What follows belongs to an exercise in optimizing a design on an open flow for small area and a short achievable clock period; a production flow would make more cautious choices.
Function was not checked in any run shown here: the RTL went through the layout flow alone.

==> flow/design.v (outline; a module is shown in full before it is edited, if it fits) <==
// module ocosh_mdu: 1034 lines
module ocosh_mdu (
    input  wire        clk,
    input  wire        rst,
    input  wire        start,
    input  wire [4:0]  op,
    input  wire [31:0] a,
    input  wire [31:0] b,
    input  wire        ct,
    output wire        ready,
    output reg         done,
    output wire [31:0] result,
    output wire        dv,
    output wire        sat
);
  // ...
==> flow/flow/run.sh <==
#!/bin/bash
# Standard layout, with the port buffers made from sky130_fd_sc_hd__buf_2
# instead of the cell buffer_ports picks by itself.
set -euo pipefail
export BUFFER_PORTS_ARGS="-buffer_cell sky130_fd_sc_hd__buf_2"
bash standard.sh > standard.log 2>&1
==> flow/standard.sh <==
#!/bin/bash
# synth_recipe.tcl (not shown) runs the flow's synth.tcl, then flattens the netlist and writes it again
# the make line also repeats each setting of config.mk as NAME=value (left out here)
make -C /OpenROAD-flow-scripts/flow DESIGN_CONFIG=/design/flow/config.mk WORK_HOME=/design/flow/orfs CLKGATE_MAP_FILE= SYNTH_SCRIPT=/design/flow/synth_recipe.tcl "${@:-finish}"
==> flow/config.mk <==
export PLATFORM = sky130hd
export DESIGN_NAME = ocosh_mdu
export DESIGN_NICKNAME = ocosh_mdu
export VERILOG_FILES = /design/flow/design.v
export SDC_FILE = /design/flow/constraint.sdc
export NUM_CORES = 4
export LEC_CHECK = 0
export ABC_AREA = 1
export CAP_MARGIN = 20
export CORE_MARGIN = 2
export CORE_UTILIZATION = 40
export SLEW_MARGIN = 20
==> flow/constraint.sdc <==
create_clock -name core_clock -period 11.0 [get_ports {clk}]
set_input_delay 2.2000 -clock core_clock [delete_from_list [all_inputs] [get_ports {clk}]]
set_output_delay 2.2000 -clock core_clock [all_outputs]
set_load 0.01 [all_outputs]
==> flow_metrics.tcl, run 1 <==
set metrics [dict create \
    outcome "complete, no violations" \
    wl_met2_mm 59.96 \
    synthTopCellsByCount "nand2_1, inv_1, o21ai_0" \
    yosys.area.top_type "nand2_1" \
    ios 109 \
    dr_wl_met3_mm 16.71 \
    antenna_found_initial 5 \
    post-place-ws_ns 1.543 \
    path_buf_inv 5 \
    n_clock_buffer 17 \
    buf_share_pct 3.253 \
    hold_viol_final 0 \
    via_count 33090 \
    drv_cap 0 \
    gp_congestion 1.052 \
    synth.distinct_cells 73 \
    area_growth_pct 5.328 \
    slew_headroom_pct 31.28 \
    yosys-top-cells-area "nand2_1, fa_1, edfxtp_1" \
    synth_edf_count 109 \
    finalMaxSlewViolations 0 \
    end_kind "flip-flop" \
    clock_latency_ns 0.51 \
    rsz0062_at_grt "false" \
    avgViaCountPerCell 6.214 \
    worstRegToRegCells 44 \
    hold_start "rb[11]" \
    die_height_um 277.9 \
    setup_viol 0 \
    synth_xor_xnor_area_share_pct 9.717 \
    cp.required_ns 11.24 \
    ys_seq_elements 153 \
    finalWorstSetupSlack_ns 1.862 \
    ys_async_sr_fraction_pct 0 \
]
==> run 2, diff against run 1 <==
--- a/flow/design.v
+++ b/flow/design.v
@@ -434,19 +434,22 @@
     wire mt211 = mt136 ^ pu3[33] ^ accl[31];
     wire mt212 = (mt136 & pu3[33]) | (mt136 & accl[31]) | (pu3[33] & accl[31]);
     wire mt213 = accl[32] ^ 1'b1;
     wire mt214 = accl[32] & 1'b1;
     wire mt215 = accl[33] ^ 1'b1;
     wire mt216 = accl[33] & 1'b1;
     wire [43:0] mt_r0 = {1'b1, mt216, mt214, mt212, mt210, mt208, mt206, mt204, mt202, mt200, mt198, mt196, mt194, mt192, mt190, mt188, mt186, mt184, mt182, mt180, mt178, mt176, mt174, mt172, mt170, mt168, mt166, mt164, mt162, mt160, mt158, mt156, mt154, mt152, mt150, mt148, mt146, mt144, mt142, mt140, mt138, mt137, pu0[1], pu0[0]};
     wire [43:0] mt_r1 = {1'b0, 1'b1, mt215, mt213, mt211, mt209, mt207, mt205, mt203, mt201, mt199, mt197, mt195, mt193, mt191, mt189, mt187, mt185, mt183, mt181, mt179, mt177, mt175, mt173, mt171, mt169, mt167, mt165, mt163, mt161, mt159, mt157, mt155, mt153, mt151, mt149, mt147, mt145, mt143, mt141, mt139, bneg[1], 1'b0, bneg[0]};
-    wire [43:0] mv_a = mt_r0;
-    wire [43:0] mv_b = mt_r1;
-    wire mv_ci = 1'b0;
+    wire        dstep = ~o_mul;
+    wire [43:0] cpa_x = dstep ? {11'h0, 1'b0, ph} : mt_r0;
+    wire [43:0] cpa_y = dstep ? {11'h0, ~ra} : mt_r1;
+    wire [43:0] mv_a = cpa_x;
+    wire [43:0] mv_b = cpa_y;
+    wire mv_ci = dstep;
     wire [43:0] mv_p = mv_a ^ mv_b;
     wire [43:0] mv_g = mv_a & mv_b;
     wire mv_G0 = mv_g[0] | (mv_p[0] & mv_ci);
     wire mv_G_1 = mv_g[1] | (mv_p[1] & mv_G0);
     wire mv_G_2 = mv_g[3] | (mv_p[3] & mv_g[2]);
     wire mv_P_3 = mv_p[3] & mv_p[2];
     wire mv_G_4 = mv_g[5] | (mv_p[5] & mv_g[4]);
     wire mv_P_5 = mv_p[5] & mv_p[4];
@@ -682,111 +685,18 @@
     wire ahi_m_G_50 = ahi_m_g[18] | (ahi_m_p[18] & ahi_m_G_40);
     wire ahi_m_G_51 = ahi_m_g[20] | (ahi_m_p[20] & ahi_m_G_36);
     wire [21:0] ahi_m_c = {ahi_m_G_51, ahi_m_G_36, ahi_m_G_50, ahi_m_G_40, ahi_m_G_49, ahi_m_G_34, ahi_m_G_48, ahi_m_G_39, ahi_m_G_47, ahi_m_G_35, ahi_m_G_46, ahi_m_G_38, ahi_m_G_45, ahi_m_G_31, ahi_m_G_44, ahi_m_G_37, ahi_m_G_43, ahi_m_G_22, ahi_m_G_42, ahi_m_G_1, ahi_m_G0, ahi_m_ci};
     wire [21:0] ahi_m = ahi_m_p ^ ahi_m_c;
     wire ahi_m_co = ahi_m_G_41;
     wire [21:0] nhi = (mv[43:42] == 2'b01) ? ahi_p :
                       (mv[43:42] == 2'b11) ? ahi_m : ahi;
     wire [63:0] acc_next = {nhi, mv[41:0]};
-    wire [32:0] dd1_a = {1'b0, ph};
-    wire [32:0] dd1_b = ~ra;
-    wire dd1_ci = 1'b1;
-    wire [32:0] dd1_p = dd1_a ^ dd1_b;
-    wire [32:0] dd1_g = dd1_a & dd1_b;
-    wire dd1_G0 = dd1_g[0] | (dd1_p[0] & dd1_ci);
-    wire dd1_G_1 = dd1_g[1] | (dd1_p[1] & dd1_G0);
-    wire dd1_G_2 = dd1_g[3] | (dd1_p[3] & dd1_g[2]);
-    wire dd1_P_3 = dd1_p[3] & dd1_p[2];
-    wire dd1_G_4 = dd1_g[5] | (dd1_p[5] & dd1_g[4]);
-    wire dd1_P_5 = dd1_p[5] & dd1_p[4];
-    wire dd1_G_6 = dd1_g[7] | (dd1_p[7] & dd1_g[6]);
-    wire dd1_P_7 = dd1_p[7] & dd1_p[6];
-    wire dd1_G_8 = dd1_g[9] | (dd1_p[9] & dd1_g[8]);
-    wire dd1_P_9 = dd1_p[9] & dd1_p[8];
-    wire dd1_G_10 = dd1_g[11] | (dd1_p[11] & dd1_g[10]);
-    wire dd1_P_11 = dd1_p[11] & dd1_p[10];
-    wire dd1_G_12 = dd1_g[13] | (dd1_p[13] & dd1_g[12]);
-    wire dd1_P_13 = dd1_p[13] & dd1_p[12];
-    wire dd1_G_14 = dd1_g[15] | (dd1_p[15] & dd1_g[14]);
-    wire dd1_P_15 = dd1_p[15] & dd1_p[14];
-    wire dd1_G_16 = dd1_g[17] | (dd1_p[17] & dd1_g[16]);
-    wire dd1_P_17 = dd1_p[17] & dd1_p[16];
-    wire dd1_G_18 = dd1_g[19] | (dd1_p[19] & dd1_g[18]);
-    wire dd1_P_19 = dd1_p[19] & dd1_p[18];
-    wire dd1_G_20 = dd1_g[21] | (dd1_p[21] & dd1_g[20]);
-    wire dd1_P_21 = dd1_p[21] & dd1_p[20];
-    wire dd1_G_22 = dd1_g[23] | (dd1_p[23] & dd1_g[22]);
-    wire dd1_P_23 = dd1_p[23] & dd1_p[22];
-    wire dd1_G_24 = dd1_g[25] | (dd1_p[25] & dd1_g[24]);
-    wire dd1_P_25 = dd1_p[25] & dd1_p[24];
-    wire dd1_G_26 = dd1_g[27] | (dd1_p[27] & dd1_g[26]);
-    wire dd1_P_27 = dd1_p[27] & dd1_p[26];
-    wire dd1_G_28 = dd1_g[29] | (dd1_p[29] & dd1_g[28]);
-    wire dd1_P_29 = dd1_p[29] & dd1_p[28];
-    wire dd1_G_30 = dd1_g[31] | (dd1_p[31] & dd1_g[30]);
-    wire dd1_P_31 = dd1_p[31] & dd1_p[30];
-    wire dd1_G_32 = dd1_G_2 | (dd1_P_3 & dd1_G_1);
-    wire dd1_G_33 = dd1_G_6 | (dd1_P_7 & dd1_G_4);
-    wire dd1_P_34 = dd1_P_7 & dd1_P_5;
-    wire dd1_G_35 = dd1_G_10 | (dd1_P_11 & dd1_G_8);
-    wire dd1_P_36 = dd1_P_11 & dd1_P_9;
-    wire dd1_G_37 = dd1_G_14 | (dd1_P_15 & dd1_G_12);
-    wire dd1_P_38 = dd1_P_15 & dd1_P_13;
-    wire dd1_G_39 = dd1_G_18 | (dd1_P_19 & dd1_G_16);
-    wire dd1_P_40 = dd1_P_19 & dd1_P_17;
-    wire dd1_G_41 = dd1_G_22 | (dd1_P_23 & dd1_G_20);
-    wire dd1_P_42 = dd1_P_23 & dd1_P_21;
-    wire dd1_G_43 = dd1_G_26 | (dd1_P_27 & dd1_G_24);
-    wire dd1_P_44 = dd1_P_27 & dd1_P_25;
-    wire dd1_G_45 = dd1_G_30 | (dd1_P_31 & dd1_G_28);
-    wire dd1_P_46 = dd1_P_31 & dd1_P_29;
-    wire dd1_G_47 = dd1_G_33 | (dd1_P_34 & dd1_G_32);
-    wire dd1_G_48 = dd1_G_37 | (dd1_P_38 & dd1_G_35);
-    wire dd1_P_49 = dd1_P_38 & dd1_P_36;
-    wire dd1_G_50 = dd1_G_41 | (dd1_P_42 & dd1_G_39);
-    wire dd1_P_51 = dd1_P_42 & dd1_P_40;
-    wire dd1_G_52 = dd1_G_45 | (dd1_P_46 & dd1_G_43);
-    wire dd1_P_53 = dd1_P_46 & dd1_P_44;
-    wire dd1_G_54 = dd1_G_48 | (dd1_P_49 & dd1_G_47);
-    wire dd1_G_55 = dd1_G_52 | (dd1_P_53 & dd1_G_50);
-    wire dd1_P_56 = dd1_P_53 & dd1_P_51;
-    wire dd1_G_57 = dd1_G_55 | (dd1_P_56 & dd1_G_54);
-    wire dd1_G_58 = dd1_G_50 | (dd1_P_51 & dd1_G_54);
-    wire dd1_G_59 = dd1_G_35 | (dd1_P_36 & dd1_G_47);
-    wire dd1_G_60 = dd1_G_39 | (dd1_P_40 & dd1_G_54);
-    wire dd1_G_61 = dd1_G_43 | (dd1_P_44 & dd1_G_58);
-    wire dd1_G_62 = dd1_G_4 | (dd1_P_5 & dd1_G_32);
-    wire dd1_G_63 = dd1_G_8 | (dd1_P_9 & dd1_G_47);
-    wire dd1_G_64 = dd1_G_12 | (dd1_P_13 & dd1_G_59);
-    wire dd1_G_65 = dd1_G_16 | (dd1_P_17 & dd1_G_54);
-    wire dd1_G_66 = dd1_G_20 | (dd1_P_21 & dd1_G_60);
-    wire dd1_G_67 = dd1_G_24 | (dd1_P_25 & dd1_G_58);
-    wire dd1_G_68 = dd1_G_28 | (dd1_P_29 & dd1_G_61);
-    wire dd1_G_69 = dd1_g[2] | (dd1_p[2] & dd1_G_1);
-    wire dd1_G_70 = dd1_g[4] | (dd1_p[4] & dd1_G_32);
-    wire dd1_G_71 = dd1_g[6] | (dd1_p[6] & dd1_G_62);
-    wire dd1_G_72 = dd1_g[8] | (dd1_p[8] & dd1_G_47);
-    wire dd1_G_73 = dd1_g[10] | (dd1_p[10] & dd1_G_63);
-    wire dd1_G_74 = dd1_g[12] | (dd1_p[12] & dd1_G_59);
-    wire dd1_G_75 = dd1_g[14] | (dd1_p[14] & dd1_G_64);
-    wire dd1_G_76 = dd1_g[16] | (dd1_p[16] & dd1_G_54);
-    wire dd1_G_77 = dd1_g[18] | (dd1_p[18] & dd1_G_65);
-    wire dd1_G_78 = dd1_g[20] | (dd1_p[20] & dd1_G_60);
-    wire dd1_G_79 = dd1_g[22] | (dd1_p[22] & dd1_G_66);
-    wire dd1_G_80 = dd1_g[24] | (dd1_p[24] & dd1_G_58);
-    wire dd1_G_81 = dd1_g[26] | (dd1_p[26] & dd1_G_67);
-    wire dd1_G_82 = dd1_g[28] | (dd1_p[28] & dd1_G_61);
-    wire dd1_G_83 = dd1_g[30] | (dd1_p[30] & dd1_G_68);
-    wire dd1_G_84 = dd1_g[32] | (dd1_p[32] & dd1_G_57);
-    wire [32:0] dd1_c = {dd1_G_57, dd1_G_83, dd1_G_68, dd1_G_82, dd1_G_61, dd1_G_81, dd1_G_67, dd1_G_80, dd1_G_58, dd1_G_79, dd1_G_66, dd1_G_78, dd1_G_60, dd1_G_77, dd1_G_65, dd1_G_76, dd1_G_54, dd1_G_75, dd1_G_64, dd1_G_74, dd1_G_59, dd1_G_73, dd1_G_63, dd1_G_72, dd1_G_47, dd1_G_71, dd1_G_62, dd1_G_70, dd1_G_32, dd1_G_69, dd1_G_1, dd1_G0, dd1_ci};
-    wire [32:0] dd1 = dd1_p ^ dd1_c;
-    wire dd1_co = dd1_G_84;
-    wire        dq1 = dd1_co;
-    wire [31:0] dr1 = dq1 ? dd1[31:0] : ph;
+    wire        dq1 = mv_c[33];
+    wire [31:0] dr1 = dq1 ? mv[31:0] : ph;
     wire [32:0] dd2_a = {1'b0, dr1};
     wire [32:0] dd2_b = ~{1'b0, ra[32:1]};
     wire dd2_ci = 1'b1;
     wire [32:0] dd2_p = dd2_a ^ dd2_b;
     wire [32:0] dd2_g = dd2_a & dd2_b;
     wire dd2_G0 = dd2_g[0] | (dd2_p[0] & dd2_ci);
     wire dd2_G_1 = dd2_g[1] | (dd2_p[1] & dd2_G0);
     wire dd2_G_2 = dd2_g[3] | (dd2_p[3] & dd2_g[2]);
==> flow/run.sh (new file) <==
#!/bin/bash
# synth_recipe.tcl (not shown) runs the flow's synth.tcl, then flattens the netlist and writes it again
# the make line also repeats each setting of config.mk as NAME=value (left out here)
make -C /OpenROAD-flow-scripts/flow DESIGN_CONFIG=/design/flow/config.mk WORK_HOME=/design/flow/orfs CLKGATE_MAP_FILE= SYNTH_SCRIPT=/design/flow/synth_recipe.tcl finish
--- a/flow/config.mk
+++ b/flow/config.mk
@@ -4,9 +4,10 @@
 export VERILOG_FILES = /design/flow/design.v
 export SDC_FILE = /design/flow/constraint.sdc
 export NUM_CORES = 4
 export LEC_CHECK = 0
 export ABC_AREA = 1
 export CAP_MARGIN = 20
 export CORE_MARGIN = 2
 export CORE_UTILIZATION = 40
+export SETUP_SLACK_MARGIN = 3
 export SLEW_MARGIN = 20
removed: flow/flow/run.sh
removed: flow/standard.sh
==> run 2 against run 1 <==
Still clean on timing, DRC and antenna. First-iteration DRC count grew 1.4%. Maximum frequency grew 6.5%. Core utilization grew 4.2 points. Sequential cell count is the same. Worst setup slack gained 0.56 ns. Global-route usage grew 0.64 points. Clock skew shrank 0.010 ns. Worst hold slack gained 0.0042 ns. Clock-buffer cell count grew 2. Critical path depth grew 10. Critical path type is now reg2reg. Critical endpoint is now ph[27]. Highest routed layer is now met4.
==> flow_metrics.tcl, run 2 <==
set metrics [dict create \
    synth_mux_area_share_pct 0.1021 \
    ios 109 \
    crit_path_max_fanout 8 \
    dieArea_um2 75690 \
    synthTopCellsByCount "nand2_1, inv_1, o21ai_0" \
    via_count 33620 \
    critPathMaxStageDelay_ns 0.56 \
    syn_nets 4809 \
    fmax_ghz 0.1165 \
    synth-main-ff-cell "edfxtp_1" \
    setup_viol 0 \
    finalMaxSlewViolations 0 \
    drt_pass1_iterations 8 \
    wirelength_mm 143.8 \
    outcome "complete, no violations" \
    netlist_area_um2 29400 \
    syn_inst 4407 \
    drtIter0Drc 4533 \
    synth.distinct_cells 75 \
    ctsHoldBuffers 0 \
    io_buffers 108 \
    crit_start "ra[6]" \
    worstRegToRegCells 48 \
    rr_startpoint "ra[6]" \
    antenna_found_initial 1 \
    wire_per_inst_um 26.58 \
    fin_nets 4840 \
    yosys-top-cells-area "nand2_1, edfxtp_1, fa_1" \
    clockBufferDepth 2 \
    synth-compound-area-share_pct 26.35 \
    ys_seq_area_share_pct 14.13 \
    grt_pass1_wl_mm 208.0 \
    rsz0062_at_grt "true" \
    die_height_um 275.1 \
    final_cell_mix "nand2_1, inv_1, o21ai_0, a21oi_1, xor2_1" \
    synth_top_family_by_area "compound AO/OA/AOI/OAI gates" \
    synth_edf_count 109 \
    path_class "reg2reg" \
    ys_async_sr_fraction_pct 0 \
    drc 0 \
    final_cells 5411 \
    syn_area_per_cell_um2 6.672 \
    top_register "ra" \
    hold_class "reg2reg" \
    r2r_slack_ns 2.42 \
    critPathLaunchType "flip-flop" \
    layout_commonest_cell "nand2_1" \
    synth-adder-area-share_pct 17.83 \
    ant_nets 0 \
    slowest_stage "edfxtp_1" \
    nFillCells 7562 \
    yosys.area.top_type "nand2_1" \
    tightest_slew_ns 1.149 \
    hold_depth 2 \
    drv_cap 0 \
    ys_seq_elements 153 \
    grt_usage_pct 36.97 \
    cts_tree "built" \
    fin_skew_ns 0.01791 \
    gr-total-overflow 0 \
    gp_congestion 1.034 \
    cts_root_buf "clkbuf_16" \
    num_rows 99 \
    die_x_um 275.1 \
    hold_viol_final 0 \
    hold_start "cnt[1]" \
    post-place-ws_ns 1.216 \
    grt_max_degree 74 \
    slew_headroom_pct 22.85 \
    cp.required_ns 11.24 \
    cts_sinks 153 \
    path_clk_slew_ns 0.08 \
    end_kind "flip-flop" \
    grt_pass1_vias 31320 \
    crit_arrival_ns 8.82 \
    cts_htree_levels 4 \
    finalCriticalPeriod_ns 8.580 \
    yosys.area_share.simple_pct 21.60 \
    final.setup.tns_ns 0 \
    area_growth_pct 15.88 \
    synth_top_area_share_pct 11.43 \
    clock_latency_ns 0.51 \
    yosys.cell_count.top_type "nand2_1" \
    core_um2 72830 \
    place_inst 5247 \
    hold_slack_ns 0.4853 \
    drive_above_1_share_pct 12.92 \
    dp_hpwl_mm 108.8 \
    largest_register_ffs 33 \
    finalWorstSetupSlack_ns 2.420 \
    numCtsBuffers 17 \
    initial_core_util_pct 40.37 \
    avgViaCountPerCell 6.213 \
    yosysWarnings 1 \
    synth_xor_xnor_area_share_pct 8.962 \
    period_share_pct 78.00 \
    path_common_cell "nand2_2" \
]
-- run 2: changes by cell type in the layout (fill, tap and decap cells not counted), moves of 43 or more --
cell / previous run / this run
a21oi_1: 319 / 276
buf_2: 108 / 2
buf_4: 65 / 163
clkdlybuf4s50_1: 0 / 93
nand2_1: 946 / 866
o21ai_0: 380 / 334
o21ai_1: 62 / 145
-- run 2: cell families after synthesis --
| kind of cell | count (synthesis) |
|---|---|
| flip-flops | 153 |
| multiplexers | 3 |
| buffers and inverters | 806 |
| XOR/XNOR | 300 |
| adder cells (fa/ha/maj) | 329 |
| AO/OA/AOI/OAI | 1310 |
| AND/OR/NAND/NOR | 1506 |
-- run 2: critical path: cells and delay by family, from the launching register on --
family,cells,cell delay (ns)
XOR/XNOR,2,0.33
adder cells (fa/ha/maj),8,2.72
buffers and inverters,8,1.00
AND/OR/NAND/NOR,14,1.27
flip-flops,1,0.56
AO/OA/AOI/OAI,16,2.40
-- run 2: worst paths after layout --
check	to
worst min register to register	cnt[1]
worst min-delay path	cnt[1]
worst max-delay path	ph[27]
worst max register to register	ph[27]
-- run 2: per-stage QoR --
step           cell area, µm²  util (%)
2_1_floorplan           29620         -
3_3_place_gp            31130     42.74
3_5_place_dp            31130     42.74
6_report                34070     46.78
5_1_grt                 34070     46.78
4_1_cts                 33030     45.34
-- run 2: cell type report --
class | instances | area (µm²) | area share [%]
repair buffers | 317 | 3090 | 9.070
clock inverters | 13 | 106.4 | 0.3121
well taps | 959 | 1200 | 3.522
clock buffers | 19 | 454.2 | 1.333
diodes | 1 | 2.502 | 0.007344
multi-input cells | 3452 | 23040 | 67.62
flip-flops and latches | 153 | 4165 | 12.22
repair inverters | 5 | 43.79 | 0.1285
inverters | 492 | 1971 | 5.784
-- run 2: metal layers --
layer / vias to the layer above / share of wire (%) / wire (µm) / track usage (%)
li1: 15140 / - / - / -
met1: 15840 / 38 / 55370 / 47.02
met2: 2163 / 43 / 61700 / 55.83
met3: 477 / 10 / 14700 / 7.629
met4: 0 / 8.4 / 12070 / 26.12
met5: - / 0 / 0 / 0
-- run 2: timing repair --
action                     in CTS  in global routing
cloned                          8                  6
pin swaps                      60                 88
resized for setup             208                165
setup endpoints to repair      55                 56
buffers inserted               63                 54
hold endpoints to repair        0                  0

re-timing with driven ports:
How much do the figures lean on ideal ports? The routed layouts below were timed once more, with nothing changed but the port constraints. Step 1, drivers: a clkbuf_16 drives clk and a buf_2 each remaining input, both assumed. Step 2 adds t to the input delays and takes it off the output delays; t is the mean of the earliest and latest rising clock arrival at the registers after step 1. Input paths then give back, and output paths get back, about the clock's delay inside the block. Three values: ideal, step 1, step 2; two values: the first two.
run	t, ns	slack for setup (ns)	worst setup path after step 2	clock arrival spread, ns	worst slew at a driven data input, ns
run 1	0.557	1.862 / 1.869 / 1.312	input to register	0.028 / 0.028	0.05
run 2	0.562	2.420 / 2.420 / 2.420	register to register	0.018 / 0.018	0.06
After both steps every run listed still meets setup and hold. For run 1, which loses most, drivers alone change the setup slack by +0.007 ns; drivers and shift together by -0.550 ns.
